This design comes from an exercise in tuning for small area on the open sky130 flow, not from production work. The RTL was checked by simulation tests, not by an equivalence proof against the original design. Power and IR drop assume default switching activity. The clock port is modelled as an ideal driver; clocking choices that lean on that would not hold on a real chip.

===== design/flow/flow/run.sh =====
#!/bin/bash
# Standard ORFS flow, with single-drive port buffers and a leaner clock tree.
bash standard.sh \
  "BUFFER_PORTS_ARGS=-buffer_cell sky130_fd_sc_hd__buf_1" \
  "CTS_ARGS=-sink_clustering_enable -repair_clock_nets -sink_clustering_size 30 -sink_clustering_max_diameter 150 -buf_list sky130_fd_sc_hd__clkbuf_16 -dont_use_dummy_load -root_buf sky130_fd_sc_hd__clkbuf_4 -tree_buf sky130_fd_sc_hd__clkbuf_4" \
  finish > standard_run.log 2>&1

===== design/flow/standard.sh =====
#!/bin/bash
# synth_recipe.tcl (not shown) runs the flow's synth.tcl, then flattens the netlist and writes it again
# the make line also repeats each setting of config.mk as NAME=value (left out here)
make -C /OpenROAD-flow-scripts/flow DESIGN_CONFIG=/design/flow/config.mk WORK_HOME=/design/flow/orfs CLKGATE_MAP_FILE= SYNTH_SCRIPT=/design/flow/synth_recipe.tcl "${@:-finish}"

===== design/flow/config.mk =====
export PLATFORM = sky130hd
export DESIGN_NAME = sinc_dec_channel
export DESIGN_NICKNAME = sinc_dec_channel
export VERILOG_FILES = /design/flow/design.v
export SDC_FILE = /design/flow/constraint.sdc
export NUM_CORES = 4
export LEC_CHECK = 0
export CAP_MARGIN = 20
export CORE_MARGIN = 2
export CORE_UTILIZATION = 60
export SLEW_MARGIN = 20

===== design/flow/constraint.sdc =====
create_clock -name core_clock -period 10.0 [get_ports {clk}]
set_input_delay 2.0000 -clock core_clock [delete_from_list [all_inputs] [get_ports {clk}]]
set_output_delay 2.0000 -clock core_clock [all_outputs]
set_load 0.01 [all_outputs]

===== design/flow/design.v =====
module sinc_dec_channel (
    input  wire        clk,
    input  wire        rst,         
    input  wire        restart,     
    input  wire        sinc4,       
    input  wire [10:0] osr,         
    input  wire [15:0] ofs,         
    input  wire [15:0] gain,        
    input  wire        md_valid,    
    input  wire        md_bit,      
    output reg         out_valid,
    output wire [15:0] out_value,
    output wire        out_ok,      
    output wire [3:0]  out_settle,
    output wire        out_clip,
    output wire [3:0]  out_seq
);
    function [6:0] add6(input [5:0] a, input [5:0] b, input c);
        integer i;
        reg cc;
        begin
            cc = c;
            for (i = 0; i < 6; i = i + 1) begin
                add6[i] = a[i] ^ b[i] ^ cc;
                cc = (a[i] & b[i]) | (cc & (a[i] ^ b[i]));
            end
            add6[6] = cc;
        end
    endfunction
    function [11:0] add11(input [10:0] a, input [10:0] b, input c);
        integer i;
        reg cc;
        begin
            cc = c;
            for (i = 0; i < 11; i = i + 1) begin
                add11[i] = a[i] ^ b[i] ^ cc;
                cc = (a[i] & b[i]) | (cc & (a[i] ^ b[i]));
            end
            add11[11] = cc;
        end
    endfunction
    function [19:0] add20(input [19:0] a, input [19:0] b, input c);
        integer i;
        reg cc;
        begin
            cc = c;
            for (i = 0; i < 20; i = i + 1) begin
                add20[i] = a[i] ^ b[i] ^ cc;
                cc = (a[i] & b[i]) | (cc & (a[i] ^ b[i]));
            end
        end
    endfunction
    function [22:0] inc23(input [22:0] a, input c1, input c0);
        integer i;
        reg cc;
        begin
            inc23[0] = a[0] ^ c0;
            cc = a[0] & c0;
            inc23[1] = a[1] ^ c1 ^ cc;
            cc = (a[1] & c1) | (cc & (a[1] ^ c1));
            for (i = 2; i < 23; i = i + 1) begin
                inc23[i] = a[i] ^ cc;
                cc = a[i] & cc;
            end
        end
    endfunction
    function [9:0] dec10(input [9:0] a);
        integer i;
        reg bb;
        begin
            bb = 1'b1;
            for (i = 0; i < 10; i = i + 1) begin
                dec10[i] = a[i] ^ bb;
                bb = ~a[i] & bb;
            end
        end
    endfunction
    function [6:0] inc7(input [6:0] a);
        integer i;
        reg cc;
        begin
            cc = 1'b1;
            for (i = 0; i < 7; i = i + 1) begin
                inc7[i] = a[i] ^ cc;
                cc = a[i] & cc;
            end
        end
    endfunction
    wire [9:0]  rm1_in = (osr[10] & (osr[9:0] != 10'd0)) ? 10'd1023 :
                         (osr[10:4] == 7'd0)              ? 10'd15 :
                         osr[9:0] - 10'd1;
    reg        active;
    reg        k4;
    reg [9:0]  rm1;          
    reg [2:0]  rc;           
    reg        clr;          
    reg [9:0]  phase;        
    reg        pend, pbit;   
    reg        busy, cbit, ccap;
    reg [2:0]  settle;
    reg [3:0]  seq;
    wire rc0  = (rc == 3'd0);
    wire rc6  = (rc == 3'd6);
    wire ph0  = (phase == 10'd0);
    wire pick = rc0 & pend;
    wire go   = pick | (busy & ~rc0);
    wire b    = rc0 ? pbit : cbit;
    wire cap  = rc0 ? ph0 : ccap;
    wire gcap = go & cap;
    always @(posedge clk) begin
        rc <= (restart | rc6) ? 3'd0 : rc + 3'd1;
        if (rst)
            active <= 1'b0;
        else if (restart)
            active <= 1'b1;
        if (restart) begin
            k4  <= sinc4;
            rm1 <= rm1_in;
        end
        clr <= restart | (clr & ~rc6);
        if (rst | restart) begin
            pend <= 1'b0;
            busy <= 1'b0;
        end else begin
            if (md_valid & active)
                pend <= 1'b1;
            else if (pick)
                pend <= 1'b0;
            if (pick)
                busy <= 1'b1;
            else if (rc6)
                busy <= 1'b0;
        end
        if (md_valid)
            pbit <= md_bit;
        if (pick) begin
            cbit <= pbit;
            ccap <= ph0;
        end
        if (restart)
            phase <= 10'd0;
        else if (pick)
            phase <= ph0 ? rm1 : dec10(phase);
    end
    reg [15:0] cofs, cgain;
    always @(posedge clk)
        if (md_valid & ph0) begin
            cofs  <= ofs;
            cgain <= gain;
        end
    reg [41:0] i1, i2, i3, i4, z2, z3, z4, s;
    reg [6:0]  cy;
    wire [5:0] xg = ~go ? 6'd0 : b ? {5'd0, rc0} : 6'h3F;
    wire [6:0] a1 = add6(i1[5:0], xg, ~rc0 & cy[0]);
    wire [5:0] g1 = go ? a1[5:0] : 6'd0;
    wire [6:0] a2 = add6(i2[5:0], g1, ~rc0 & cy[1]);
    wire [5:0] g2 = go ? a2[5:0] : 6'd0;
    wire [6:0] a3 = add6(i3[5:0], g2, ~rc0 & cy[2]);
    wire [5:0] g3 = go ? a3[5:0] : 6'd0;
    wire [6:0] a4 = add6(i4[5:0], g3, ~rc0 & cy[3]);
    wire [5:0] d  = k4 ? a4[5:0] : a3[5:0];
    wire [6:0] c2 = add6(d,       ~z2[5:0], rc0 | cy[4]);
    wire [6:0] c3 = add6(c2[5:0], ~z3[5:0], rc0 | cy[5]);
    wire [6:0] c4 = add6(c3[5:0], ~z4[5:0], rc0 | cy[6]);
    wire [5:0] rd = gcap ? (k4 ? c4[5:0] : c3[5:0]) : s[5:0];
    wire [5:0] sw;           
    wire [41:0] hnext;       
    wire        hmode;
    always @(posedge clk) begin
        cy <= {c4[6], c3[6], c2[6], a4[6], a3[6], a2[6], a1[6]};
        i1 <= {clr ? 6'd0 : a1[5:0], i1[41:6]};
        i2 <= {clr ? 6'd0 : a2[5:0], i2[41:6]};
        i3 <= {(clr | (gcap & ~k4)) ? 6'd0 : a3[5:0], i3[41:6]};
        i4 <= {(clr | (gcap & k4)) ? 6'd0 : a4[5:0], i4[41:6]};
        z2 <= {clr ? 6'd0 : gcap ? d       : z2[5:0], z2[41:6]};
        z3 <= {clr ? 6'd0 : gcap ? c2[5:0] : z3[5:0], z3[41:6]};
        z4 <= {clr ? 6'd0 : gcap ? c3[5:0] : z4[5:0], z4[41:6]};
        s  <= hmode ? hnext : {sw, s[41:6]};
    end
    reg  [6:0] pc;
    reg  [5:0] dbuf;         
    reg  [9:0] r1, r2, r3, r4;
    reg        qr1, qr2, qr3;
    wire start = go & ccap & rc6 & active;
    wire ld    = (pc == 7'd20) | (pc == 7'd26) | (pc == 7'd32) | (pc == 7'd38) |
                 (pc == 7'd44) | (pc == 7'd50);
    wire [9:0]  rm4 = k4 ? rm1 : 10'd0;
    wire [10:0] t1 = {r1, dbuf[5]};
    wire [11:0] e1 = add11(t1, ~{1'b0, rm1}, 1'b0);
    wire [10:0] t2 = {r2, qr1};
    wire [11:0] e2 = add11(t2, ~{1'b0, rm1}, 1'b0);
    wire [10:0] t3 = {r3, qr2};
    wire [11:0] e3 = add11(t3, ~{1'b0, rm1}, 1'b0);
    wire [10:0] t4 = {r4, qr3};
    wire [11:0] e4 = add11(t4, ~{1'b0, rm4}, 1'b0);
    wire        q1 = e1[11], q2 = e2[11], q3 = e3[11], q4 = e4[11];
    wire        zfill = start | ld;
    assign      sw    = zfill ? 6'd0 : rd;
    wire        sgn   = rd[5];
    wire [9:0]  rinit = sgn ? rm1 : 10'd0;
    wire [9:0]  rini4 = sgn ? rm4 : 10'd0;
    always @(posedge clk) begin
        dbuf <= zfill ? rd : {dbuf[4:0], 1'b0};
        r1  <= start ? rinit : q1 ? e1[9:0] : t1[9:0];
        r2  <= start ? rinit : q2 ? e2[9:0] : t2[9:0];
        r3  <= start ? rinit : q3 ? e3[9:0] : t3[9:0];
        r4  <= start ? rini4 : q4 ? e4[9:0] : t4[9:0];
        qr1 <= start ? sgn : q1;
        qr2 <= start ? sgn : q2;
        qr3 <= start ? sgn : q3;
    end
    reg        qd1, qd2;     
    reg        fa, fb;       
    reg        sflag;        
    reg        dneg, dcin;
    reg  [1:0] dmag;
    wire nz1 = (r1 != 10'd0), nz2 = (r2 != 10'd0), nz3 = (r3 != 10'd0);
    wire nz4 = (r4 != 10'd0);
    wire sticky = sflag | nz4;
    wire w24   = (pc == 7'd60);
    wire w23   = (pc == 7'd61);
    wire w22   = (pc == 7'd62);
    wire wo15  = (pc >= 7'd61) & (pc <= 7'd63);
    wire wofs  = (pc >= 7'd64) & (pc <= 7'd79);
    wire wlast = (pc == 7'd84);
    wire hdig  = (pc >= 7'd61) & (pc <= 7'd84);
    wire obit  = (wofs & cofs[~pc[3:0]]) | (wo15 & cofs[15]);
    wire ysat2 = fa & qd1;
    wire rnd   = wlast & qd1 & (sticky | qd2) & ~ysat2;
    wire ypart = hdig & (fb ? ~w23 : qd2);
    wire [1:0] dsum = {1'b0, ypart} + {1'b0, obit} + {1'b0, rnd};
    wire [1:0] e24  = {1'b0, qd2} + {1'b0, cofs[15]};
    always @(posedge clk) begin
        qd1 <= q4;
        qd2 <= qd1;
        if (w24) begin
            fa <= ~qd2 & ~qd1;
            fb <= ~qd2 & qd1;
        end else if (wlast) begin
            fb <= fb | ysat2;
        end else begin
            fa <= fa & qd1;
        end
        sflag <= (pc == 7'd80) ? 1'b0 :
                 sflag | ((pc == 7'd81) & nz1) | ((pc == 7'd82) & nz2) |
                 ((pc == 7'd83) & nz3);
        if (w24) begin
            dneg <= (e24 != 2'd0);
            dmag <= e24;
            dcin <= (e24 != 2'd0);
        end else begin
            dneg <= 1'b0;
            dmag <= dsum;
            dcin <= w22;
        end
    end
    reg        hx;
    wire [17:0] alo = s[17:0];
    wire [22:0] ahi = s[40:18];
    wire [1:0]  cp  = {hx, s[41]};
    assign hmode = (pc >= 7'd52);
    wire [16:0] gm  = dmag[1] ? {cgain, 1'b0} : dmag[0] ? {1'b0, cgain} : 17'd0;
    wire [16:0] add = dneg ? ~gm : gm;
    wire [19:0] lsum = add20({1'b0, alo, 1'b0}, {3'd0, add}, dcin);
    wire [22:0] thi = inc23(ahi, cp[1], cp[0]);
    assign hnext = {lsum[18], thi[21:0], 1'b0, lsum[17:0]};
    always @(posedge clk)
        hx <= lsum[19];
    always @(posedge clk) begin
        if (rst)
            pc <= 7'd0;
        else if (start)
            pc <= 7'd15;
        else if (pc == 7'd85)
            pc <= 7'd0;
        else if (pc != 7'd0)
            pc <= inc7(pc);
        out_valid <= ~rst & (pc == 7'd85);
        if (rst)
            seq <= 4'd0;
        else if (pc == 7'd85)
            seq <= seq + 4'd1;
        if (restart)
            settle <= sinc4 ? 3'd4 : 3'd3;
        else if (out_valid && settle != 3'd0)
            settle <= settle - 3'd1;
    end
    wire [17:0] qv   = thi[22:5];
    wire        tie  = ({thi[4:0], alo} == 23'd0);
    wire        vhi  = ~qv[17] & (qv[16] | qv[15]);
    wire        vlo  = qv[17] & ~(qv[16] & qv[15]);
    assign out_value  = vhi ? 16'h7FFF : vlo ? 16'h8000 : {qv[15:1], qv[0] & ~tie};
    assign out_clip   = fb | vhi | vlo;
    assign out_settle = {1'b0, settle};
    assign out_ok     = (settle == 3'd0);
    assign out_seq    = seq;
endmodule

==> flow_metrics.py, run 1 <==
metrics = {
    "global_route": {
        "use_met2_pct": 31.9,
        "grt_pass1_vias": 9580,
        "grtUsageMet1_pct": 30.8,
        "overflow": 0,
        "grtUsageMet3_pct": 2.27,
        "grt_pass1_wl_microns": 49700,
        "antenna_found_initial": 1,
        "grt_max_degree": 66,
        "gr-max-usage-layer": "met2",
        "track_usage_pct": 20.4,
    },
    "outcome": {
        "status": "no timing/DRC/antenna violations",
    },
    "clock_tree": {
        "cts_tree": "built",
        "clockBufferDepth": 3,
        "cts-resized-gates": 0,
        "insertion_delay_ns": 0.77,
        "cts_htree_levels": 1,
        "root_buffer": "clkbuf_4",
        "postCtsSetupBuffers": 0,
        "numCtsBuffers": 19,
        "cts.sinks": 480,
        "cts_hold_buffers": 0,
        "cts.clk_slew.worst_paths_ns": 0.11,
    },
    "finish": {
        "layout_commonest_cell": "dfxtp_1",
        "area_growth_pct": 5.74,
        "drive_above_1_share_pct": 4.75,
        "mostFrequentLayoutCells": "429 x dfxtp_1, 114 x inv_1, 96 x fa_1",
        "fin_nets": 1673,
    },
    "synth": {
        "synth_top_area_share_pct": 49.5,
        "synth_area_sq_mm": 0.0174,
        "synthDistinctLibCells": 72,
        "seq_area_frac_synth_pct": 58.3,
        "synthTopCellsByArea": "dfxtp_1 49%, fa_1 11%, edfxtp_1 8.8%",
        "synthFlopType": "dfxtp_1",
        "ys_warn_count": 1,
        "synth_top_area_cell": "dfxtp_1",
        "syn_inst": 1429,
        "synth_nets": 1627,
        "async_flop_share_pct": 0,
        "synth_edf_count": 51,
        "ys_ff_latch": 480,
        "avgSynthCellArea_sq_um": 12.1,
    },
    "setup_path": {
        "required_ns": 10.61,
        "worstSetupPathType": "flip-flop to flip-flop",
        "critPathMaxFanout": 21,
        "critPathArrivalTime_ns": 9.75,
        "cp-end-kind": "flip-flop",
        "critPathLaunchType": "flip-flop",
        "reg2regPathDepth": 27,
        "cp_num_cells": 27,
        "critical_path_buf_inv_count": 3,
        "crit_family": "adder cells",
        "cpMostUsedCell": "fa_1",
        "crit_path_top_delay_cell": "fa_1",
        "slowest_delay_ns": 0.56,
    },
    "die": {
        "core_sq_mm": 0.0286,
        "fp.dieH_microns": 174,
        "num_rows": 62,
        "ios": 76,
        "start_util_pct": 60.7,
        "die_w_microns": 174,
        "die_area_sq_mm": 0.0303,
    },
    "route": {
        "routed_wl_microns": 29800,
        "dr.pass1.iters": 5,
        "routedWlPerCell_microns": 16.1,
        "drcViolationCount": 0,
        "ant_nets": 0,
        "drt_iter0_drc": 532,
        "vias": 9675,
        "viasPerCell": 5.21,
    },
    "sta": {
        "slew_violations": 0,
        "min_period_over_period_pct": 91.5,
        "relSlewSlack_pct": 29.5,
        "worst_slew_pin_slew_ns": 1.05,
        "grt_setup_unrepaired": "no",
        "setup_viol_count_final": 0,
        "period_needed_ns": 9.15,
        "clock_skew_ns": 0.0742,
        "tns_ns": 0,
        "fmax_ghz": 0.109,
        "setup_slack_ns": 0.854,
        "hold_violations": 0,
    },
    "job": {
        "cap_violations": 0,
    },
    "pwr": {
        "ir_worst_vdd_uv": 196,
        "power_leakage_nw": 7.24,
        "fin_total_pwr_mw": 3.82,
        "power_density_mw_per_mm2": 208,
    },
    "placement": {
        "port_buffers": 74,
        "pre_cts_ws_ns": 0.815,
        "place_hpwl_microns": 21400,
        "place_congestion": 0.792,
    },
    "hold_path": {
        "hold_depth": 0,
        "hold_class": "flip-flop to flip-flop",
    },
}
## power breakdown
part / total (mW) / internal (mW) / leakage, nW / switching [mW]
clock: 0.823 / 0.298 / 0.211 / 0.525
sequential: 2.24 / 2.11 / 3.98 / 0.132
combinational: 0.757 / 0.361 / 3.05 / 0.396
total: 3.82 / 2.77 / 7.24 / 1.05
## routing by layer
metal / part of all wire [%] / routed length (microns)
met5: 0 / 0
met4: 2.1 / 612
met3: 2.9 / 871
met2: 44 / 13200
met1: 51 / 15200
## final timing paths
kind	endpoint	from	slack (ns)
hold / removal	i4[11]	i4[17]	0.27
setup reg to reg	r1[2]	rc[0]	0.85
hold reg to reg	i4[11]	i4[17]	0.27
setup / recovery	r1[2]	rc[0]	0.85
## through the flow
step | cells | utilization (%) | hold slack [ns] | area (sq um)
4_1_cts | 1857 | 64.1 | 0.260 | 18400
3_3_place_gp | 1838 | 62.6 | 0.309 | 17900
3_5_place_dp | 1838 | 62.6 | 0.312 | 17900
2_1_floorplan | 1429 | - | 0.310 | 17400
5_1_grt | 1858 | 64.1 | 0.278 | 18400
6_report | 1858 | 64.1 | 0.273 | 18400
## worst register-to-register path: stages (launching register included)
cell      delay (ns)
dfxtp_1         0.34
inv_1           0.08
ha_1            0.18
nor2b_4         0.21
nand2_1         0.29
inv_2           0.38
a21oi_2         0.06
a21oi_1         0.24
fa_1            0.47
nor2b_1         0.16
fa_1            0.40
fa_1            0.39
fa_1            0.38
fa_1            0.40
fa_1            0.47
nor2b_1         0.16
fa_1            0.54
nor2b_1         0.20
fa_1            0.45
mux2_2          0.30
fa_1            0.56
fa_1            0.49
fa_1            0.43
fa_1            0.49
a221oi_4        0.33
a311oi_2        0.08
buf_4           0.27
a22o_2          0.29
## state kept, by name (all words and copies together) (netlist names), 10 cells and up
signal / cells
i4: 42
phase: 10
i1: 42
i2: 42
r1: 10
r3: 10
rm1: 10
cgain: 16
s: 42
z3: 42
z4: 42
r4: 10
cofs: 16
r2: 10
z2: 42
i3: 42
## area by class of cell
| cell class | count | area [sq um] |
|---|---|---|
| inverters | 115 | 432 |
| fillers | 2275 | 10300 |
| clock buffers | 19 | 423 |
| repair buffers | 83 | 345 |
| diodes | 1 | 2.50 |
| multi-input cells | 776 | 6560 |
| flip-flops and latches | 480 | 10100 |
| well taps | 384 | 480 |
## logic make-up (layout without fill, tap and decap cells)
| logic type | Yosys count | in the layout | synth area share (%) |
|---|---|---|---|
| AOI/OAI and AO/OA | 221 | 221 | 8.43 |
| xor gates and xnor gates | 28 | 28 | 1.41 |
| adders and majority gates | 149 | 149 | 14.9 |
| buffers and inverters | 173 | 217 | 4.05 |
| DFF | 480 | 480 | 58.3 |
| muxes | 58 | 58 | 3.64 |
| other | 1 | 2 | 0.0216 |
| and+or+nand+nor | 319 | 319 | 9.27 |
## cells in the mapped netlist, types with 19 or more instances
cell type  count
dfxtp_1      429
inv_1        114
fa_1          96
nand2_1       93
nor2_1        85
a21oi_1       69
ha_1          53
edfxtp_1      51
clkbuf_1      37
mux2i_1       35
o21ai_0       31
nor2b_1       28
and2_1        26
nor3_1        22
a22o_1        21
mux2_2        21
xor2_1        21
o22ai_1       19
==> inputs of run 2 (changes only) <==
==> design/flow/flow/run.sh (replaced) <==
#!/bin/bash
# Standard ORFS flow, with single-drive port buffers and a leaner clock tree.
bash standard.sh \
  "BUFFER_PORTS_ARGS=-buffer_cell sky130_fd_sc_hd__buf_1" \
  "CTS_ARGS=-sink_clustering_enable -repair_clock_nets -sink_clustering_size 30 -sink_clustering_max_diameter 150 -buf_list sky130_fd_sc_hd__clkbuf_16 -dont_use_dummy_load -root_buf sky130_fd_sc_hd__clkbuf_4" \
  RECOVER_POWER=100 \
  finish > standard_run.log 2>&1
==> flow_metrics.py, run 2 <==
metrics = {
    "route": {
        "routedWlPerCell_microns": 16.0,
        "vias": 9688,
        "dr.pass1.iters": 4,
        "drcViolationCount": 0,
        "drt_iter0_drc": 538,
        "viasPerCell": 5.21,
        "ant_nets": 0,
        "routed_wl_microns": 29800,
    },
    "synth": {
        "synth_top_area_share_pct": 49.5,
        "synthDistinctLibCells": 72,
        "synthFlopType": "dfxtp_1",
        "synth_edf_count": 51,
        "seq_area_frac_synth_pct": 58.3,
        "synth_nets": 1627,
        "synth_top_area_cell": "dfxtp_1",
        "async_flop_share_pct": 0,
        "avgSynthCellArea_sq_um": 12.1,
        "yosys-top-cells-count": "429 x dfxtp_1, 114 x inv_1, 96 x fa_1",
        "ys_warn_count": 1,
        "synth_area_sq_mm": 0.0174,
        "ys_ff_latch": 480,
        "synthTopCellsByArea": "dfxtp_1 49%, fa_1 11%, edfxtp_1 8.8%",
        "synth_most_common_cell": "dfxtp_1",
        "syn_inst": 1429,
    },
    "clock_tree": {
        "numCtsBuffers": 19,
        "cts_hold_buffers": 0,
        "postCtsSetupBuffers": 0,
        "cts-resized-gates": 0,
        "cts_htree_levels": 1,
        "clockBufferDepth": 3,
        "cts.clk_slew.worst_paths_ns": 0.11,
        "root_buffer": "clkbuf_4",
        "cts.sinks": 480,
        "insertion_delay_ns": 0.77,
        "cts_tree": "built",
    },
    "setup_path": {
        "critPathArrivalTime_ns": 9.83,
        "cp-end-kind": "flip-flop",
        "r2r_end": "r1[2]",
        "required_ns": 10.61,
        "critPathMaxFanout": 21,
        "critical_path_buf_inv_count": 3,
        "critPathLaunchType": "flip-flop",
        "cpMostUsedCell": "fa_1",
        "crit_path_top_delay_cell": "fa_1",
        "reg2regPathDepth": 27,
        "crit_family": "adder cells",
        "slowest_delay_ns": 0.57,
        "r2r_slack_ns": 0.78,
        "worstSetupPathType": "flip-flop to flip-flop",
        "reg2reg_from": "rc[0]",
        "cp-startpoint": "rc[0]",
    },
    "die": {
        "die_w_microns": 174,
        "die_area_sq_mm": 0.0303,
        "num_rows": 62,
        "fp.dieH_microns": 174,
        "start_util_pct": 60.7,
        "ios": 76,
        "core_sq_mm": 0.0286,
    },
    "pwr": {
        "seqPwrFrac_pct": 58.6,
        "p_switching_mw": 1.05,
        "p_comb_share_pct": 19.8,
        "ir_worst_vdd_uv": 196,
        "clock_power_share_pct": 21.6,
        "power.internal_mw": 2.77,
        "power_leakage_nw": 7.21,
        "power_density_mw_per_mm2": 208,
        "fin_total_pwr_mw": 3.82,
        "swShare_pct": 27.6,
    },
    "job": {
        "cap_violations": 4,
    },
    "placement": {
        "place_congestion": 0.792,
        "place_hpwl_microns": 21400,
        "port_buffers": 74,
    },
    "sta": {
        "period_needed_ns": 9.22,
        "setup_viol_count_final": 0,
        "tns_ns": 0,
        "hold_violations": 0,
        "fmax_ghz": 0.108,
        "relSlewSlack_pct": -85.7,
        "grt_setup_unrepaired": "no",
        "min_period_over_period_pct": 92.2,
        "worst_slew_pin_slew_ns": 2.79,
        "slew_violations": 161,
        "clock_skew_ns": 0.0749,
    },
    "global_route": {
        "grt_max_degree": 66,
        "grt_pass1_vias": 9580,
        "antenna_found_initial": 1,
        "overflow": 0,
        "track_usage_pct": 20.4,
        "grt_pass1_wl_microns": 49700,
    },
    "hold_path": {
        "hold_depth": 0,
        "min_to": "i4[11]",
        "hold_class": "flip-flop to flip-flop",
        "min_from": "i4[17]",
    },
    "finish": {
        "layout_commonest_cell": "dfxtp_1",
        "mostFrequentLayoutCells": "429 x dfxtp_1, 114 x inv_1, 96 x fa_1",
        "area_growth_pct": 5.57,
        "fin_nets": 1673,
        "drive_above_1_share_pct": 4.14,
    },
    "outcome": {
        "status": "finished with violations",
        "failed_checks": "capacitance limit, slew limit",
    },
}
-- run 2: routing by layer --
metal  GRT usage (%)  routed length [microns]
met1            30.8                    15100
met2            31.9                    13200
met3            2.27                      893
met4            4.45                      566
met5               0                        0
-- run 2: stage by stage --
stage	std cells	instance area, sq um	utilization, %	setup slack [ns]	hold slack [ns]
after floorplan	1429	17400	-	1.69	0.310
after CTS	1857	18400	64.1	0.784	0.260
after detailed placement	1838	17900	62.6	0.815	0.312
final	1858	18300	64.0	0.779	0.272
after global routing	1858	18300	64.0	0.213	0.278
after global placement	1838	17900	62.6	1.02	0.309
-- run 2: cell families (layout without fill, tap and decap cells) --
family / count (synthesis) / count (layout) / synth area share [%]
buf+inv: 173 / 217 / 4.05
simple gates: 319 / 319 / 9.27
compound gates: 221 / 221 / 8.43
other cells: 1 / 2 / 0.0216
flops: 480 / 480 / 58.3
fa+ha+maj: 149 / 149 / 14.9
xor+xnor: 28 / 28 / 1.41
mux: 58 / 58 / 3.64
-- run 2: how the worst max path moves through the flow --
| stage | endpoint | slack, ns | depth (start not counted) |
|---|---|---|---|
| 3_5_place_dp | r1[2] | 0.81 | 27 |
| 3_3_place_gp | r1[2] | 1.02 | 27 |
| 5_1_grt | r1[8] | 0.21 | 27 |
| 6_report | r1[2] | 0.78 | 27 |
| 4_1_cts | r1[2] | 0.78 | 27 |
| 2_1_floorplan | r1[4] | 1.69 | 27 |
-- run 2: cell type report --
class                   count  area, sq um
multi-input cells         776         6550
diodes                      1         2.50
well taps                 384          480
flip-flops and latches    480        10100
inverters                 115          432
fillers                  2283        10300
clock buffers              19          423
repair buffers             83          327
-- run 2: power by group through the flow --
stage	clock [mW]	combinational, mW	sequential, mW
final	0.824	0.756	2.24
after global routing	0.920	0.886	2.26
after CTS	0.857	0.765	2.24
after detailed placement	0	0.761	2.28
after global placement	0	0.722	2.28
after floorplan	0	0.617	2.24
-- run 2: worst reg2reg max path, delay by kind of cell (launching register included) --
family	cells	cell delay [ns]
adders and majority gates	13	5.64
and+or+nand+nor	5	1.02
buffers and inverters	3	0.72
DFF	1	0.34
muxes	1	0.35
AOI/OAI and AO/OA	5	1.04
==> inputs of run 3 (changes only) <==
--- a/design/flow/flow/run.sh
+++ b/design/flow/flow/run.sh
@@ -4,4 +4,3 @@
   "BUFFER_PORTS_ARGS=-buffer_cell sky130_fd_sc_hd__buf_1" \
   "CTS_ARGS=-sink_clustering_enable -repair_clock_nets -sink_clustering_size 30 -sink_clustering_max_diameter 150 -buf_list sky130_fd_sc_hd__clkbuf_16 -dont_use_dummy_load -root_buf sky130_fd_sc_hd__clkbuf_4" \
-  RECOVER_POWER=100 \
   finish > standard_run.log 2>&1
==> flow_metrics.py, run 3 <==
metrics = {
    "outcome": {
        "status": "no timing/DRC/antenna violations",
    },
    "placement": {
        "place_congestion": 0.792,
        "place_hpwl_microns": 21400,
        "port_buffers": 74,
    },
    "route": {
        "drt_iter0_drc": 532,
        "dr.pass1.iters": 5,
        "drcViolationCount": 0,
        "viasPerCell": 5.21,
        "vias": 9675,
        "routedWlPerCell_microns": 16.1,
        "ant_nets": 0,
        "routed_wl_microns": 29800,
    },
    "sta": {
        "clock_skew_ns": 0.0742,
        "hold_violations": 0,
        "period_needed_ns": 9.15,
        "relSlewSlack_pct": 29.5,
        "grt_setup_unrepaired": "no",
        "worst_slew_pin_slew_ns": 1.05,
        "slew_violations": 0,
        "min_period_over_period_pct": 91.5,
        "fmax_ghz": 0.109,
        "setup_viol_count_final": 0,
        "tns_ns": 0,
    },
    "synth": {
        "async_flop_share_pct": 0,
        "synth_most_common_cell": "dfxtp_1",
        "syn_inst": 1429,
        "synth_top_area_cell": "dfxtp_1",
        "synth_nets": 1627,
        "synth_mux_area_share_pct": 3.64,
        "synth-compound-area-share_pct": 8.43,
        "synth_area_sq_mm": 0.0174,
        "seq_area_frac_synth_pct": 58.3,
        "synthTopCellsByArea": "dfxtp_1 49%, fa_1 11%, edfxtp_1 8.8%",
        "synth_edf_count": 51,
        "synthSimpleGateAreaFrac_pct": 9.27,
        "synthFlopType": "dfxtp_1",
        "synth-xor-area-share_pct": 1.41,
        "avgSynthCellArea_sq_um": 12.1,
        "yosys-top-cells-count": "429 x dfxtp_1, 114 x inv_1, 96 x fa_1",
        "synth_fa_ha_area_share_pct": 14.9,
        "synth_top_area_share_pct": 49.5,
        "ys_warn_count": 1,
        "ys_ff_latch": 480,
        "synthDistinctLibCells": 72,
        "synth_top_family_by_area": "adder cells",
    },
    "setup_path": {
        "critPathArrivalTime_ns": 9.75,
        "worstSetupPathType": "flip-flop to flip-flop",
        "critPathLaunchType": "flip-flop",
        "critPathMaxFanout": 21,
        "cp-end-kind": "flip-flop",
        "required_ns": 10.61,
    },
    "pwr": {
        "power_leakage_nw": 7.24,
        "power_density_mw_per_mm2": 208,
        "ir_worst_vdd_uv": 196,
    },
    "clock_tree": {
        "root_buffer": "clkbuf_4",
        "cts.sinks": 480,
        "cts_htree_levels": 1,
        "postCtsSetupBuffers": 0,
        "clockBufferDepth": 3,
        "cts_tree": "built",
        "cts-resized-gates": 0,
        "cts_hold_buffers": 0,
        "numCtsBuffers": 19,
        "insertion_delay_ns": 0.77,
        "cts.clk_slew.worst_paths_ns": 0.11,
    },
    "global_route": {
        "track_usage_pct": 20.4,
        "antenna_found_initial": 1,
        "grt_pass1_vias": 9580,
        "overflow": 0,
        "grt_pass1_wl_microns": 49700,
        "grt_max_degree": 66,
    },
    "job": {
        "cap_violations": 0,
    },
    "die": {
        "start_util_pct": 60.7,
        "num_rows": 62,
        "die_w_microns": 174,
        "core_sq_mm": 0.0286,
        "die_area_sq_mm": 0.0303,
        "ios": 76,
        "fp.dieH_microns": 174,
    },
    "finish": {
        "fill_cells": 2275,
        "fin_nets": 1673,
        "final_core_util_pct": 64.1,
        "area_growth_pct": 5.74,
        "layout_commonest_cell": "dfxtp_1",
        "seq_area_sq_mm": 0.0101,
        "mostFrequentLayoutCells": "429 x dfxtp_1, 114 x inv_1, 96 x fa_1",
        "drive_above_1_share_pct": 4.75,
        "multi_input_area_sq_mm": 0.00656,
    },
    "hold_path": {
        "hold_class": "flip-flop to flip-flop",
    },
}
-- run 3: cell types whose count changed in the layout (fill, tap and decap cells not counted), sizes merged --
cell	delta
clkbuf	-6
buf	+6
-- run 3: through the flow --
| stage | hold slack (ns) | instance area [sq um] | instances | setup WS (ns) | total power, mW |
|---|---|---|---|---|---|
| detailed placement | 0.312 | 17900 | 1838 | 0.815 | 3.04 |
| finish | 0.273 | 18400 | 1858 | 0.854 | 3.82 |
| global placement | 0.309 | 17900 | 1838 | 1.02 | 3.01 |
| global route | 0.278 | 18400 | 1858 | 0.312 | 4.07 |
| floorplan | 0.310 | 17400 | 1429 | 1.69 | 2.85 |
| CTS | 0.260 | 18400 | 1857 | 0.784 | 3.86 |
-- run 3: cells by family after synthesis --
logic type	after synthesis
AO/OA/AOI/OAI	221
XOR/XNOR	28
adder cells (fa/ha/maj)	149
buffers and inverters	173
flip-flops	480
multiplexers	58
other	1
AND/OR/NAND/NOR	319
-- run 3: worst max-delay path, cell delays in order, from the launching register on --
cell and delay, ns:
dfxtp_1 0.34, inv_1 0.08, ha_1 0.18, nor2b_4 0.21, nand2_1 0.29, inv_2 0.38, a21oi_2 0.06, a21oi_1 0.24
fa_1 0.47, nor2b_1 0.16, fa_1 0.40, fa_1 0.39, fa_1 0.38, fa_1 0.40, fa_1 0.47, nor2b_1 0.16
fa_1 0.54, nor2b_1 0.20, fa_1 0.45, mux2_2 0.30, fa_1 0.56, fa_1 0.49, fa_1 0.43, fa_1 0.49
a221oi_4 0.33, a311oi_2 0.08, buf_4 0.27, a22o_2 0.28
-- run 3: worst paths after layout --
check | startpoint | to | slack [ns] | cells past startpoint
worst max-delay path | rc[0] | r1[2] | 0.85 | 27
worst min-delay path | i4[17] | i4[11] | 0.27 | 0
worst max register to register | rc[0] | r1[2] | 0.85 | 27
worst min register to register | i4[17] | i4[11] | 0.27 | 0
-- run 3: per-layer routing --
| metal | wire [microns] | track usage [%] |
|---|---|---|
| met1 | 15200 | 30.8 |
| met2 | 13200 | 31.9 |
| met4 | 612 | 4.45 |
| met5 | 0 | 0 |
| met3 | 871 | 2.27 |
-- run 3: layout make-up --
type / instances / share of cell area, %
tap: 384 / 2.62
timing repair buffer: 83 / 1.88
multi-input combinational: 776 / 35.7
inverter: 115 / 2.35
clock buffer: 19 / 2.30
sequential: 480 / 55.1
antenna: 1 / 0.0136
-- run 3: where the power goes --
group	switching [mW]	leakage [nW]	internal (mW)	total, mW
registers	0.132	3.98	2.11	2.24
clock network	0.525	0.211	0.298	0.823
logic	0.396	3.05	0.361	0.757
==> inputs of run 4 (changes only) <==
--- a/design/flow/design.v
+++ b/design/flow/design.v
@@ -185,5 +185,4 @@
     wire ld    = (pc == 7'd20) | (pc == 7'd26) | (pc == 7'd32) | (pc == 7'd38) |
                  (pc == 7'd44) | (pc == 7'd50);
-    wire [9:0]  rm4 = k4 ? rm1 : 10'd0;
     wire [10:0] t1 = {r1, dbuf[5]};
     wire [11:0] e1 = add11(t1, ~{1'b0, rm1}, 1'b0);
@@ -193,11 +192,11 @@
     wire [11:0] e3 = add11(t3, ~{1'b0, rm1}, 1'b0);
     wire [10:0] t4 = {r4, qr3};
-    wire [11:0] e4 = add11(t4, ~{1'b0, rm4}, 1'b0);
+    wire [11:0] e4 = add11(t4, ~{1'b0, rm1}, 1'b0);
     wire        q1 = e1[11], q2 = e2[11], q3 = e3[11], q4 = e4[11];
+    wire        qo = k4 ? q4 : qr3;
     wire        zfill = start | ld;
     assign      sw    = zfill ? 6'd0 : rd;
     wire        sgn   = rd[5];
     wire [9:0]  rinit = sgn ? rm1 : 10'd0;
-    wire [9:0]  rini4 = sgn ? rm4 : 10'd0;
     always @(posedge clk) begin
         dbuf <= zfill ? rd : {dbuf[4:0], 1'b0};
@@ -205,5 +204,5 @@
         r2  <= start ? rinit : q2 ? e2[9:0] : t2[9:0];
         r3  <= start ? rinit : q3 ? e3[9:0] : t3[9:0];
-        r4  <= start ? rini4 : q4 ? e4[9:0] : t4[9:0];
+        r4  <= start ? rinit : q4 ? e4[9:0] : t4[9:0];
         qr1 <= start ? sgn : q1;
         qr2 <= start ? sgn : q2;
@@ -216,5 +215,5 @@
     reg  [1:0] dmag;
     wire nz1 = (r1 != 10'd0), nz2 = (r2 != 10'd0), nz3 = (r3 != 10'd0);
-    wire nz4 = (r4 != 10'd0);
+    wire nz4 = k4 & (r4 != 10'd0);
     wire sticky = sflag | nz4;
     wire w24   = (pc == 7'd60);
@@ -232,5 +231,5 @@
     wire [1:0] e24  = {1'b0, qd2} + {1'b0, cofs[15]};
     always @(posedge clk) begin
-        qd1 <= q4;
+        qd1 <= qo;
         qd2 <= qd1;
         if (w24) begin
==> flow_metrics.py, run 4 <==
metrics = {
    "setup_path": {
        "required_ns": 10.60,
        "critPathLaunchType": "flip-flop",
        "critPathArrivalTime_ns": 9.62,
        "worstSetupPathType": "flip-flop to flip-flop",
        "cp-end-kind": "flip-flop",
        "critPathMaxFanout": 45,
    },
    "synth": {
        "synth_top_area_cell": "dfxtp_1",
        "synthFlopType": "dfxtp_1",
        "synth_most_common_cell": "dfxtp_1",
        "ys_ff_latch": 480,
        "syn_inst": 1427,
        "synth_top_area_share_pct": 49.9,
        "synth_nets": 1625,
        "synthDistinctLibCells": 71,
        "seq_area_frac_synth_pct": 58.7,
        "async_flop_share_pct": 0,
        "synthTopCellsByArea": "dfxtp_1 50%, fa_1 11%, edfxtp_1 8.9%",
        "avgSynthCellArea_sq_um": 12.1,
        "yosys-top-cells-count": "429 x dfxtp_1, 122 x nand2_1, 112 x inv_1",
        "ys_warn_count": 1,
        "synth_area_sq_mm": 0.0172,
        "synth_edf_count": 51,
    },
    "clock_tree": {
        "clockBufferDepth": 3,
        "numCtsBuffers": 19,
        "postCtsSetupBuffers": 0,
        "cts_htree_levels": 1,
        "cts_hold_buffers": 0,
        "cts-resized-gates": 0,
        "root_buffer": "clkbuf_4",
        "cts_tree": "built",
        "cts.sinks": 480,
        "cts.clk_slew.worst_paths_ns": 0.11,
        "insertion_delay_ns": 0.74,
    },
    "die": {
        "start_util_pct": 60.5,
        "die_w_microns": 173,
        "core_sq_mm": 0.0285,
        "num_rows": 62,
        "fp.dieH_microns": 173,
        "die_area_sq_mm": 0.0301,
        "ios": 76,
    },
    "pwr": {
        "power_density_mw_per_mm2": 209,
        "fin_total_pwr_mw": 3.81,
        "power_leakage_nw": 7.12,
        "ir_worst_vdd_uv": 152,
    },
    "global_route": {
        "grtUsageMet1_pct": 31.3,
        "gr-max-usage-layer": "met2",
        "grt_pass1_wl_microns": 49900,
        "grt_max_degree": 65,
        "track_usage_pct": 20.8,
        "use_met2_pct": 33.1,
        "antenna_found_initial": 1,
        "overflow": 0,
        "grt_pass1_vias": 9529,
        "grtUsageMet3_pct": 2.06,
    },
    "sta": {
        "worst_hold_slack_ns": 0.323,
        "setup_viol_count_final": 0,
        "tns_ns": 0,
        "setup_slack_ns": 0.975,
        "period_needed_ns": 9.02,
        "min_period_over_period_pct": 90.2,
        "worst_slew_pin_slew_ns": 0.972,
        "hold_violations": 0,
        "relSlewSlack_pct": 35.0,
        "clock_skew_ns": 0.0252,
        "grt_setup_unrepaired": "no",
        "fmax_ghz": 0.111,
        "slew_violations": 0,
    },
    "hold_path": {
        "hold_class": "flip-flop to flip-flop",
    },
    "finish": {
        "mostFrequentLayoutCells": "429 x dfxtp_1, 122 x nand2_1, 112 x inv_1",
        "area_growth_pct": 5.59,
        "fin_nets": 1670,
        "fill_cells": 2344,
        "layout_commonest_cell": "dfxtp_1",
        "drive_above_1_share_pct": 4.22,
    },
    "outcome": {
        "status": "no timing/DRC/antenna violations",
    },
    "placement": {
        "place_congestion": 0.801,
        "place_hpwl_microns": 21600,
        "pre_cts_ws_ns": 0.924,
        "port_buffers": 74,
    },
    "route": {
        "drcViolationCount": 0,
        "viasPerCell": 5.21,
        "vias": 9662,
        "dr.pass1.iters": 5,
        "ant_nets": 0,
        "routedWlPerCell_microns": 16.3,
        "drt_iter0_drc": 581,
        "routed_wl_microns": 30200,
    },
    "job": {
        "cap_violations": 0,
    },
}
-- run 4: changes by cell type in the layout (fill, tap and decap cells not counted), sizes merged, moves of 4 or more --
cell   previous run  this run
a21oi            70        78
o22ai            19        40
mux2             21         5
nor2             85        99
nor3             23        15
nand2            94       123
o21ai            32         8
nand3            13         9
a22o             22         1
and2             26        18
mux2i            35        44
or4               8         2
nor4             11        18
-- run 4: logic make-up after synthesis --
| family | share of synthesized area [%] |
|---|---|
| DFF | 58.7 |
| muxes | 3.35 |
| and+or+nand+nor | 9.49 |
| buffers and inverters | 4.20 |
| xor gates and xnor gates | 1.42 |
| adders and majority gates | 15.0 |
| AOI/OAI and AO/OA | 7.77 |
| other | 0.0218 |
-- run 4: layout make-up --
type	count	area [sq um]	area share (%)
flip-flops and latches	480	10100	55.6
clock buffers	19	423	2.33
diodes	1	2.50	0.0138
well taps	384	480	2.64
repair buffers	83	347	1.91
multi-input cells	775	6390	35.1
inverters	113	424	2.33
-- run 4: per-layer routing --
metal	up-vias	part of all wire, %
li1	4814	-
met1	4620	49
met2	199	45
met3	29	4.1
met4	0	1.7
met5	-	0
-- run 4: worst paths after layout --
path | slack [ns] | end | cells after the start | from
min reg2reg | 0.32 | z3[25] | 0 | z3[31]
max reg2reg | 0.98 | r3[9] | 27 | rc[0]
max | 0.98 | r3[9] | 27 | rc[0]
min | 0.32 | z3[25] | 0 | z3[31]
-- run 4: per-stage QoR --
| stage | instance area [sq um] | cells | utilization, % |
|---|---|---|---|
| 6_report | 18200 | 1855 | 63.9 |
| 5_1_grt | 18200 | 1855 | 63.9 |
| 4_1_cts | 18200 | 1854 | 63.9 |
| 3_5_place_dp | 17800 | 1835 | 62.4 |
| 3_3_place_gp | 17800 | 1835 | 62.4 |
| 2_1_floorplan | 17200 | 1427 | - |
-- run 4: worst max-delay path: stages (launching register included) --
cell	delay, ns
dfxtp_1	0.34
inv_1	0.08
ha_1	0.19
nor2b_4	0.26
nand2_4	0.16
inv_2	0.25
a21oi_4	0.05
a21oi_1	0.25
fa_1	0.47
nor2b_1	0.16
fa_1	0.41
fa_1	0.39
fa_1	0.45
nor2b_1	0.16
fa_1	0.41
fa_1	0.38
fa_1	0.53
nor2b_1	0.19
fa_1	0.44
mux2_2	0.31
fa_1	0.52
fa_1	0.43
fa_1	0.57
fa_1	0.43
mux2_2	0.31
mux2i_4	0.13
buf_4	0.43
o22ai_1	0.16
-- run 4: power by group --
part	internal (mW)	total, mW	switching (mW)
clock	0.298	0.824	0.526
sequential	2.10	2.23	0.129
combinational	0.343	0.757	0.414
total	2.74	3.81	1.07
==> inputs of run 5 (changes only) <==
==> design/flow/flow/run.sh (replaced) <==
#!/bin/bash
# Standard ORFS flow, with single-drive port buffers and a leaner clock tree.
bash standard.sh \
  "BUFFER_PORTS_ARGS=-buffer_cell sky130_fd_sc_hd__buf_1" \
  "CTS_ARGS=-sink_clustering_enable -repair_clock_nets -sink_clustering_size 32 -sink_clustering_max_diameter 100 -buf_list sky130_fd_sc_hd__clkbuf_16 -dont_use_dummy_load -root_buf sky130_fd_sc_hd__clkbuf_4" \
  finish > standard_run.log 2>&1
==> flow_metrics.py, run 5 <==
metrics = {
    "outcome": {
        "status": "no timing/DRC/antenna violations",
    },
    "synth": {
        "ys_warn_count": 1,
        "synthTopCellsByArea": "dfxtp_1 50%, fa_1 11%, edfxtp_1 8.9%",
        "ys_ff_latch": 480,
        "synth_most_common_cell": "dfxtp_1",
        "yosys-top-cells-count": "429 x dfxtp_1, 122 x nand2_1, 112 x inv_1",
        "avgSynthCellArea_sq_um": 12.1,
        "synth_top_area_cell": "dfxtp_1",
        "synthFlopType": "dfxtp_1",
        "synth_edf_count": 51,
        "synth_nets": 1625,
        "synth_top_area_share_pct": 49.9,
        "seq_area_frac_synth_pct": 58.7,
        "synthDistinctLibCells": 71,
        "syn_inst": 1427,
        "synth_area_sq_mm": 0.0172,
        "async_flop_share_pct": 0,
    },
    "clock_tree": {
        "insertion_delay_ns": 0.75,
        "cts_hold_buffers": 0,
        "cts.clk_slew.worst_paths_ns": 0.12,
        "numCtsBuffers": 19,
        "cts-resized-gates": 0,
        "clockBufferDepth": 3,
        "cts_htree_levels": 1,
        "root_buffer": "clkbuf_4",
        "postCtsSetupBuffers": 0,
        "cts.sinks": 480,
        "cts_tree": "built",
    },
    "route": {
        "dr.pass1.iters": 5,
        "vias": 9645,
        "drcViolationCount": 0,
        "routed_wl_microns": 30200,
        "ant_nets": 0,
        "viasPerCell": 5.20,
        "routedWlPerCell_microns": 16.3,
        "drt_iter0_drc": 577,
    },
    "setup_path": {
        "worstSetupPathType": "flip-flop to flip-flop",
        "critPathMaxFanout": 45,
        "cp-end-kind": "flip-flop",
        "critPathLaunchType": "flip-flop",
        "r2r_slack_ns": 0.95,
        "required_ns": 10.58,
        "critPathArrivalTime_ns": 9.63,
    },
    "global_route": {
        "grt_max_degree": 65,
        "grtUsageMet1_pct": 31.3,
        "antenna_found_initial": 1,
        "grt_pass1_wl_microns": 49800,
        "gr-max-usage-layer": "met2",
        "grt_pass1_vias": 9547,
        "grtUsageMet3_pct": 2.19,
        "track_usage_pct": 20.7,
        "overflow": 0,
        "use_met2_pct": 32.9,
    },
    "placement": {
        "port_buffers": 74,
        "dp.cells": 1835,
        "pre_cts_ws_ns": 0.924,
        "place_congestion": 0.801,
        "place_hpwl_microns": 21600,
    },
    "sta": {
        "min_period_over_period_pct": 90.5,
        "slew_violations": 0,
        "fmax_ghz": 0.110,
        "clock_skew_ns": 0.0302,
        "hold_violations": 0,
        "setup_viol_count_final": 0,
        "period_needed_ns": 9.05,
        "setup_slack_ns": 0.946,
        "grt_setup_unrepaired": "no",
        "worst_hold_slack_ns": 0.325,
        "worst_slew_pin_slew_ns": 1.01,
        "relSlewSlack_pct": 32.3,
        "tns_ns": 0,
    },
    "pwr": {
        "power_leakage_nw": 7.12,
        "power_density_mw_per_mm2": 210,
        "ir_worst_vdd_uv": 168,
    },
    "die": {
        "fp.dieH_microns": 173,
        "ios": 76,
        "die_w_microns": 173,
        "num_rows": 62,
        "core_sq_mm": 0.0285,
        "start_util_pct": 60.5,
        "die_area_sq_mm": 0.0301,
    },
    "finish": {
        "fill_cells": 2333,
        "drive_above_1_share_pct": 4.22,
        "area_growth_pct": 5.59,
        "layout_commonest_cell": "dfxtp_1",
        "instances_no_fill": 1855,
        "final_core_util_pct": 63.9,
        "fin_nets": 1670,
        "mostFrequentLayoutCells": "429 x dfxtp_1, 122 x nand2_1, 112 x inv_1",
    },
    "hold_path": {
        "hold_class": "flip-flop to flip-flop",
    },
    "job": {
        "cap_violations": 0,
    },
}
==> run 5: cell counts after synthesis <==
No cell type changed its count.
==> run 5: power breakdown <==
group / total, mW / internal, mW / switching (mW)
Sequential: 2.23 / 2.10 / 0.128
Clock: 0.829 / 0.298 / 0.531
Combinational: 0.760 / 0.343 / 0.417
Total: 3.82 / 2.74 / 1.08
==> run 5: logic make-up (layout without fill, tap and decap cells) <==
logic type / after synthesis / after routing / synth area share, %
xor+xnor: 28 / 28 / 1.42
other cells: 1 / 2 / 0.0218
buf+inv: 172 / 215 / 4.20
simple gates: 340 / 340 / 9.49
mux: 52 / 52 / 3.35
flops: 480 / 480 / 58.7
compound gates: 205 / 205 / 7.77
fa+ha+maj: 149 / 149 / 15.0
==> run 5: layout make-up <==
type / count / area [sq um] / area share, %
Antenna cell: 1 / 2.50 / 0.0138
Clock buffer: 19 / 423 / 2.33
Inverter: 113 / 424 / 2.33
Multi-Input combinational cell: 775 / 6390 / 35.1
Sequential cell: 480 / 10100 / 55.6
Tap cell: 384 / 480 / 2.64
Timing Repair Buffer: 83 / 347 / 1.91
==> run 5: per-layer routing <==
metal | vias up | wire length [microns]
met5 | - | 0
met3 | 37 | 1080
met1 | 4634 | 15100
met2 | 166 | 13400
li1 | 4808 | -
met4 | 0 | 548
==> run 5: worst max-delay path, stage by stage (launching register included) <==
cell	delay, ns
dfxtp_1	0.34
inv_1	0.08
ha_1	0.19
nor2b_4	0.26
nand2_4	0.16
inv_2	0.25
a21oi_4	0.05
a21oi_1	0.25
fa_1	0.47
nor2b_1	0.16
fa_1	0.40
fa_1	0.38
fa_1	0.46
nor2b_1	0.16
fa_1	0.41
fa_1	0.38
fa_1	0.53
nor2b_1	0.19
fa_1	0.44
mux2_2	0.31
fa_1	0.52
fa_1	0.43
fa_1	0.57
fa_1	0.43
mux2_2	0.31
mux2i_4	0.13
buf_4	0.42
o22ai_1	0.17
==> run 5: final timing paths <==
path / cells past startpoint / start / to
setup / recovery: 27 / rc[0] / r1[8]
setup reg to reg: 27 / rc[0] / r1[8]
hold reg to reg: 0 / z3[31] / z3[25]
hold / removal: 0 / z3[31] / z3[25]
==> run 5: metrics by stage <==
stage	cell area (sq um)	power [mW]
6_report	18200	3.82
5_1_grt	18200	4.05
4_1_cts	18200	3.84
3_5_place_dp	17800	3.02
3_3_place_gp	17800	2.98
2_1_floorplan	17200	2.83
==> inputs of run 6 (changes only) <==
--- a/design/flow/design.v
+++ b/design/flow/design.v
@@ -87,7 +87,6 @@
         end
     endfunction
-    wire [9:0]  rm1_in = (osr[10] & (osr[9:0] != 10'd0)) ? 10'd1023 :
-                         (osr[10:4] == 7'd0)              ? 10'd15 :
-                         osr[9:0] - 10'd1;
+    wire [9:0]  r_in = osr[10]            ? 10'd0  :
+                       (osr[9:4] == 6'd0) ? 10'd16 : osr[9:0];
     reg        active;
     reg        k4;
@@ -95,4 +94,5 @@
     reg [2:0]  rc;           
     reg        clr;          
+    reg        ld2;          
     reg [9:0]  phase;        
     reg        pend, pbit;   
@@ -114,8 +114,9 @@
         else if (restart)
             active <= 1'b1;
-        if (restart) begin
+        if (restart)
             k4  <= sinc4;
-            rm1 <= rm1_in;
-        end
+        ld2 <= restart;
+        if (ld2)
+            rm1 <= dec10(phase);
         clr <= restart | (clr & ~rc6);
         if (rst | restart) begin
@@ -139,4 +140,6 @@
         end
         if (restart)
+            phase <= r_in;
+        else if (ld2)
             phase <= 10'd0;
         else if (pick)
==> design/flow/flow/run.sh (replaced) <==
#!/bin/bash
# Standard ORFS flow, with single-drive port buffers and a leaner clock tree.
bash standard.sh \
  "BUFFER_PORTS_ARGS=-buffer_cell sky130_fd_sc_hd__buf_1" \
  "CTS_ARGS=-sink_clustering_enable -repair_clock_nets -sink_clustering_size 30 -sink_clustering_max_diameter 150 -buf_list sky130_fd_sc_hd__clkbuf_16 -dont_use_dummy_load -root_buf sky130_fd_sc_hd__clkbuf_4" \
  finish > standard_run.log 2>&1
==> flow_metrics.py, run 6 <==
metrics = {
    "clock_tree": {
        "cts.clk_slew.worst_paths_ns": 0.11,
        "cts.sinks": 481,
        "cts_hold_buffers": 0,
        "postCtsSetupBuffers": 0,
        "root_buffer": "clkbuf_4",
        "cts_htree_levels": 1,
        "cts-resized-gates": 0,
        "insertion_delay_ns": 0.75,
        "numCtsBuffers": 20,
        "clockBufferDepth": 3,
        "cts_tree": "built",
    },
    "synth": {
        "synthTopCellsByArea": "dfxtp_1 49%, fa_1 11%, edfxtp_1 11%",
        "yosys-top-cells-count": "420 x dfxtp_1, 126 x nand2_1, 124 x inv_1",
        "synth_most_common_cell": "dfxtp_1",
        "synthDistinctLibCells": 66,
        "ys_warn_count": 1,
        "synth_top_area_cell": "dfxtp_1",
        "ys_ff_latch": 481,
        "avgSynthCellArea_sq_um": 12.0,
        "syn_inst": 1425,
        "synthFlopType": "dfxtp_1",
        "synth_edf_count": 61,
        "seq_area_frac_synth_pct": 59.7,
        "async_flop_share_pct": 0,
        "synth_nets": 1622,
        "synth_area_sq_mm": 0.0172,
        "synth_top_area_share_pct": 49.0,
    },
    "pwr": {
        "seqPwrFrac_pct": 58.9,
        "swShare_pct": 27.1,
        "ir_worst_vdd_uv": 143,
        "power_leakage_nw": 7.56,
        "power.internal_mw": 2.71,
        "power_density_mw_per_mm2": 205,
        "p_comb_share_pct": 18.3,
        "clock_power_share_pct": 22.8,
        "p_switching_mw": 1.01,
    },
    "global_route": {
        "track_usage_pct": 20.6,
        "antenna_found_initial": 3,
        "grt_pass1_vias": 9317,
        "grt_max_degree": 59,
        "grt_pass1_wl_microns": 49400,
        "overflow": 0,
    },
    "placement": {
        "dp.cells": 1825,
        "port_buffers": 74,
        "place_hpwl_microns": 22400,
        "place_congestion": 0.849,
    },
    "finish": {
        "fin_nets": 1666,
        "drive_above_1_share_pct": 4.23,
        "layout_commonest_cell": "dfxtp_1",
        "mostFrequentLayoutCells": "420 x dfxtp_1, 126 x nand2_1, 124 x inv_1",
        "instances_no_fill": 1848,
        "area_growth_pct": 5.70,
    },
    "setup_path": {
        "critPathMaxFanout": 20,
        "required_ns": 10.62,
        "critPathArrivalTime_ns": 9.44,
        "critPathLaunchType": "flip-flop",
        "worstSetupPathType": "flip-flop to flip-flop",
        "cp-end-kind": "flip-flop",
    },
    "die": {
        "start_util_pct": 61.4,
        "fp.dieH_microns": 173,
        "die_area_sq_mm": 0.0300,
        "ios": 76,
        "num_rows": 61,
        "core_sq_mm": 0.0279,
        "die_w_microns": 173,
    },
    "sta": {
        "min_period_over_period_pct": 88.2,
        "worst_slew_pin_slew_ns": 0.976,
        "relSlewSlack_pct": 34.7,
        "setup_viol_count_final": 0,
        "fmax_ghz": 0.113,
        "worst_hold_slack_ns": 0.248,
        "slew_violations": 0,
        "grt_setup_unrepaired": "no",
        "hold_violations": 0,
        "clock_skew_ns": 0.0671,
        "period_needed_ns": 8.82,
        "tns_ns": 0,
    },
    "route": {
        "vias": 9401,
        "drt_iter0_drc": 554,
        "routed_wl_microns": 30400,
        "routedWlPerCell_microns": 16.4,
        "dr.pass1.iters": 5,
        "ant_nets": 0,
        "viasPerCell": 5.09,
        "drcViolationCount": 0,
    },
    "job": {
        "cap_violations": 0,
    },
    "outcome": {
        "status": "no timing/DRC/antenna violations",
    },
    "hold_path": {
        "hold_class": "flip-flop to flip-flop",
    },
}
## run 6: changes by cell type after synthesis, sizes merged, moves of 7 or more
| cell | before | now |
|---|---|---|
| dfxtp | 429 | 420 |
| inv | 113 | 125 |
| o22ai | 40 | 33 |
| edfxtp | 51 | 61 |
| mux2i | 44 | 27 |
| nand2 | 123 | 130 |
| o211ai | 9 | 1 |
| nor2 | 99 | 82 |
| a21oi | 78 | 56 |
| o21ai | 8 | 63 |
| nor3 | 15 | 23 |
## run 6: power by group through the flow
stage | combinational [mW] | clock (mW) | sequential [mW]
floorplan | 0.553 | 0 | 2.20
global placement | 0.647 | 0 | 2.23
detailed placement | 0.680 | 0 | 2.23
CTS | 0.683 | 0.870 | 2.19
global route | 0.808 | 0.940 | 2.21
finish | 0.680 | 0.846 | 2.19
## run 6: path summary, 6_finish.rpt
check	endpoint	depth (start not counted)	slack (ns)	startpoint
max	r1[3]	26	1.18	rc[0]
min	i1[23]	0	0.25	i1[29]
max reg2reg	r1[3]	26	1.18	rc[0]
min reg2reg	i1[23]	0	0.25	i1[29]
## run 6: cell families (layout without fill, tap and decap cells)
kind of cell	count (synthesis)	after routing	synth area share (%)
flip-flops	481	481	59.7
AND/OR/NAND/NOR	338	338	9.67
AO/OA/AOI/OAI	214	214	7.53
buffers and inverters	183	225	4.46
adder cells (fa/ha/maj)	148	148	15.0
multiplexers	36	36	2.43
XOR/XNOR	24	24	1.23
other	1	4	0.0219
## run 6: worst max-delay path: stages (launching register included)
cell and delay [ns]:
dfxtp_1 0.38, inv_1 0.08, ha_1 0.21, nand2b_1 0.25
nand2_1 0.08, o21ai_0 0.27, fa_1 0.48, nor2b_1 0.15
fa_1 0.44, nor2b_1 0.16, fa_1 0.40, fa_1 0.43
fa_1 0.59, nor2b_1 0.18, fa_1 0.45, mux2i_1 0.28
fa_1 0.51, fa_1 0.41, fa_1 0.41, inv_1 0.10
fa_1 0.48, fa_1 0.41, fa_1 0.46, mux2i_1 0.39
o21ai_4 0.16, nand3_2 0.36, o22ai_1 0.15
## run 6: cell type report
type	instances	area [sq um]
Fill cell	2236	9800
Tap cell	378	473
Timing Repair Buffer	80	323
Multi-Input combinational cell	761	6180
Sequential cell	481	10200
Inverter	125	469
Antenna cell	3	7.51
Clock buffer	20	448
## run 6: layer usage
layer / GRT usage (%) / routed length [microns]
met2: 32.8 / 13800
met5: 0 / 0
met3: 2.42 / 1020
met1: 31.0 / 15100
met4: 4.06 / 494
## run 6: stage by stage
| step | instance area, sq um | worst slack, ns | power, mW | util, % |
|---|---|---|---|---|
| floorplan | 17200 | 2.06 | 2.75 | - |
| global placement | 17700 | 1.43 | 2.88 | 63.3 |
| detailed placement | 17700 | 1.23 | 2.91 | 63.3 |
| CTS | 18100 | 1.19 | 3.74 | 64.9 |
| global route | 18100 | 0.737 | 3.96 | 64.9 |
| finish | 18100 | 1.18 | 3.72 | 64.9 |
==> inputs of run 7 (changes only) <==
--- a/design/flow/design.v
+++ b/design/flow/design.v
@@ -153,5 +153,6 @@
         end
     reg [41:0] i1, i2, i3, i4, z2, z3, z4, s;
-    reg [6:0]  cy;
+    reg [4:0]  cy;
+    reg        cpb, cpc;     
     wire [5:0] xg = ~go ? 6'd0 : b ? {5'd0, rc0} : 6'h3F;
     wire [6:0] a1 = add6(i1[5:0], xg, ~rc0 & cy[0]);
@@ -163,20 +164,29 @@
     wire [6:0] a4 = add6(i4[5:0], g3, ~rc0 & cy[3]);
     wire [5:0] d  = k4 ? a4[5:0] : a3[5:0];
-    wire [6:0] c2 = add6(d,       ~z2[5:0], rc0 | cy[4]);
-    wire [6:0] c3 = add6(c2[5:0], ~z3[5:0], rc0 | cy[5]);
-    wire [6:0] c4 = add6(c3[5:0], ~z4[5:0], rc0 | cy[6]);
-    wire [5:0] rd = gcap ? (k4 ? c4[5:0] : c3[5:0]) : s[5:0];
+    wire       cpa = gcap;
+    wire       cpx = cpa | cpb | cpc;
+    wire [5:0] cm  = cpa ? d : s[5:0];
+    wire [5:0] cz  = cpa ? z2[5:0] : cpb ? z3[5:0] : z4[5:0];
+    wire [6:0] cd  = add6(cm, ~cz, rc0 | cy[4]);
+    wire [5:0] rd = cpx ? cd[5:0] : s[5:0];
     wire [5:0] sw;           
     wire [41:0] hnext;       
     wire        hmode;
     always @(posedge clk) begin
-        cy <= {c4[6], c3[6], c2[6], a4[6], a3[6], a2[6], a1[6]};
+        cy <= {cd[6], a4[6], a3[6], a2[6], a1[6]};
+        if (restart) begin
+            cpb <= 1'b0;
+            cpc <= 1'b0;
+        end else if (rc6) begin
+            cpb <= cpa;
+            cpc <= cpb & k4;
+        end
         i1 <= {clr ? 6'd0 : a1[5:0], i1[41:6]};
         i2 <= {clr ? 6'd0 : a2[5:0], i2[41:6]};
         i3 <= {(clr | (gcap & ~k4)) ? 6'd0 : a3[5:0], i3[41:6]};
         i4 <= {(clr | (gcap & k4)) ? 6'd0 : a4[5:0], i4[41:6]};
-        z2 <= {clr ? 6'd0 : gcap ? d       : z2[5:0], z2[41:6]};
-        z3 <= {clr ? 6'd0 : gcap ? c2[5:0] : z3[5:0], z3[41:6]};
-        z4 <= {clr ? 6'd0 : gcap ? c3[5:0] : z4[5:0], z4[41:6]};
+        z2 <= {clr ? 6'd0 : cpa ? d      : z2[5:0], z2[41:6]};
+        z3 <= {clr ? 6'd0 : cpb ? s[5:0] : z3[5:0], z3[41:6]};
+        z4 <= {clr ? 6'd0 : cpc ? s[5:0] : z4[5:0], z4[41:6]};
         s  <= hmode ? hnext : {sw, s[41:6]};
     end
@@ -185,5 +195,5 @@
     reg  [9:0] r1, r2, r3, r4;
     reg        qr1, qr2, qr3;
-    wire start = go & ccap & rc6 & active;
+    wire start = (k4 ? cpc : cpb) & rc6 & active;
     wire ld    = (pc == 7'd20) | (pc == 7'd26) | (pc == 7'd32) | (pc == 7'd38) |
                  (pc == 7'd44) | (pc == 7'd50);
==> flow_metrics.py, run 7 <==
metrics = {
    "clock_tree": {
        "cts_tree": "built",
        "cts.sinks": 481,
        "cts_htree_levels": 1,
        "cts-resized-gates": 0,
        "clockBufferDepth": 3,
        "cts.clk_slew.worst_paths_ns": 0.11,
        "insertion_delay_ns": 0.75,
        "postCtsSetupBuffers": 0,
        "numCtsBuffers": 20,
        "cts_hold_buffers": 0,
        "root_buffer": "clkbuf_4",
    },
    "die": {
        "num_rows": 61,
        "ios": 76,
        "core_sq_mm": 0.0279,
        "die_w_microns": 173,
        "fp.dieH_microns": 173,
        "start_util_pct": 61.2,
        "die_area_sq_mm": 0.0299,
    },
    "pwr": {
        "p_switching_mw": 1.09,
        "fin_total_pwr_mw": 3.90,
        "power_leakage_nw": 7.37,
        "power.internal_mw": 2.81,
        "p_comb_share_pct": 20.5,
        "clock_power_share_pct": 21.7,
        "swShare_pct": 28.0,
        "ir_worst_vdd_uv": 184,
        "power_density_mw_per_mm2": 216,
        "seqPwrFrac_pct": 57.7,
    },
    "setup_path": {
        "worstSetupPathType": "flip-flop to primary output",
        "critPathLaunchType": "flip-flop",
        "slowest_delay_ns": 0.49,
        "crit_path_top_delay_cell": "or3b_2",
        "cp-end-kind": "primary output",
        "critPathMaxFanout": 16,
        "cpMostUsedCell": "ha_1",
        "required_ns": 8.00,
        "critPathArrivalTime_ns": 6.42,
    },
    "job": {
        "cap_violations": 0,
    },
    "outcome": {
        "status": "no timing/DRC/antenna violations",
    },
    "synth": {
        "synthDistinctLibCells": 67,
        "async_flop_share_pct": 0,
        "synth_nets": 1614,
        "synthFlopType": "dfxtp_1",
        "syn_inst": 1429,
        "ys_warn_count": 1,
        "synthTopCellsByArea": "dfxtp_1 49%, edfxtp_1 11%, fa_1 9.8%",
        "synth_area_sq_mm": 0.0171,
        "seq_area_frac_synth_pct": 59.9,
        "synth_top_area_share_pct": 49.2,
        "synth_top_area_cell": "dfxtp_1",
        "yosys-top-cells-count": "420 x dfxtp_1, 151 x nand2_1, 116 x inv_1",
        "synth_edf_count": 61,
        "synth_most_common_cell": "dfxtp_1",
        "ys_ff_latch": 481,
        "avgSynthCellArea_sq_um": 12.0,
    },
    "global_route": {
        "grt_pass1_vias": 9700,
        "grt_pass1_wl_microns": 51200,
        "track_usage_pct": 21.2,
        "antenna_found_initial": 1,
        "overflow": 0,
        "grt_max_degree": 59,
    },
    "finish": {
        "instances_no_fill": 1853,
        "mostFrequentLayoutCells": "420 x dfxtp_1, 151 x nand2_1, 116 x inv_1",
        "fill_cells": 2234,
        "drive_above_1_share_pct": 4.00,
        "fin_area_sq_mm": 0.0181,
        "final_core_util_pct": 64.8,
        "seq_area_sq_mm": 0.0102,
        "layout_commonest_cell": "dfxtp_1",
        "area_growth_pct": 5.85,
        "fin_nets": 1661,
        "multi_input_area_sq_mm": 0.00616,
    },
    "hold_path": {
        "hold_class": "flip-flop to flip-flop",
    },
    "sta": {
        "hold_violations": 0,
        "setup_viol_count_final": 0,
        "period_needed_ns": 8.42,
        "worst_hold_slack_ns": 0.266,
        "slew_violations": 0,
        "clock_skew_ns": 0.0597,
        "setup_slack_ns": 1.58,
        "min_period_over_period_pct": 84.2,
        "worst_slew_pin_slew_ns": 1.00,
        "tns_ns": 0,
        "relSlewSlack_pct": 32.9,
        "grt_setup_unrepaired": "no",
        "fmax_ghz": 0.119,
    },
    "route": {
        "dr.pass1.iters": 5,
        "routedWlPerCell_microns": 16.8,
        "viasPerCell": 5.19,
        "vias": 9611,
        "ant_nets": 0,
        "drcViolationCount": 0,
        "drt_iter0_drc": 612,
        "routed_wl_microns": 31100,
    },
    "placement": {
        "dp.cells": 1832,
        "place_hpwl_microns": 22400,
        "place_congestion": 0.809,
        "place_area_sq_mm": 0.0177,
        "pre_cts_ws_ns": 1.82,
        "port_buffers": 74,
    },
}
==> run 7: area by class of cell <==
cell class	count	share of cell area [%]
antenna	1	0.0138
clock buffer	20	2.47
multi-input combinational	774	34.0
inverter	116	2.40
sequential	481	56.6
tap	378	2.61
timing repair buffer	83	1.91
==> run 7: layer usage <==
layer	global-route usage [%]	vias to the layer above	wire (microns)	share of wire, %
met2	33.9	145	14100	45
met4	3.99	0	457	1.5
met3	2.42	29	1100	3.5
met5	0	-	0	0
li1	-	4793	-	-
met1	31.7	4644	15400	50
==> run 7: cells by family (layout without fill, tap and decap cells) <==
family	count (synthesis)	in the layout	synth area share, %
AO/OA/AOI/OAI	221	221	8.49
XOR/XNOR	24	24	1.23
adder cells (fa/ha/maj)	136	136	13.6
buffers and inverters	174	219	4.19
flip-flops	481	481	59.9
multiplexers	45	45	3.10
other	1	2	0.0219
AND/OR/NAND/NOR	347	347	9.46
==> run 7: worst paths after layout <==
kind / start / endpoint / slack [ns] / depth (start not counted)
worst max-delay path: s[18] / out_clip / 1.58 / 28
worst min-delay path: i2[11] / i2[5] / 0.27 / 0
worst max register to register: dmag[1] / s[41] / 1.73 / 29
worst min register to register: i2[11] / i2[5] / 0.27 / 0
==> run 7: worst max-delay path: cells and delay by family, from the launching register on <==
kind / cells / cell delay [ns]
xor+xnor: 1 / 0.19
simple gates: 2 / 0.91
flops: 1 / 0.34
buf+inv: 3 / 0.26
fa+ha+maj: 22 / 3.99
==> run 7: power by group through the flow <==
stage	combinational [mW]	clock, mW	sequential [mW]
floorplan	0.646	0	2.25
global placement	0.764	0	2.30
detailed placement	0.807	0	2.29
CTS	0.810	0.879	2.25
global route	0.935	0.942	2.27
finish	0.802	0.847	2.25

Re-timed with assumed drivers on the ports (clkbuf_16 on the clock, buf_2 on other inputs), run 7 has 1.539 ns of setup slack against 1.583 ns with ideal ports, and 1.729 ns once port delays also move by the mid clock arrival of 0.777 ns.
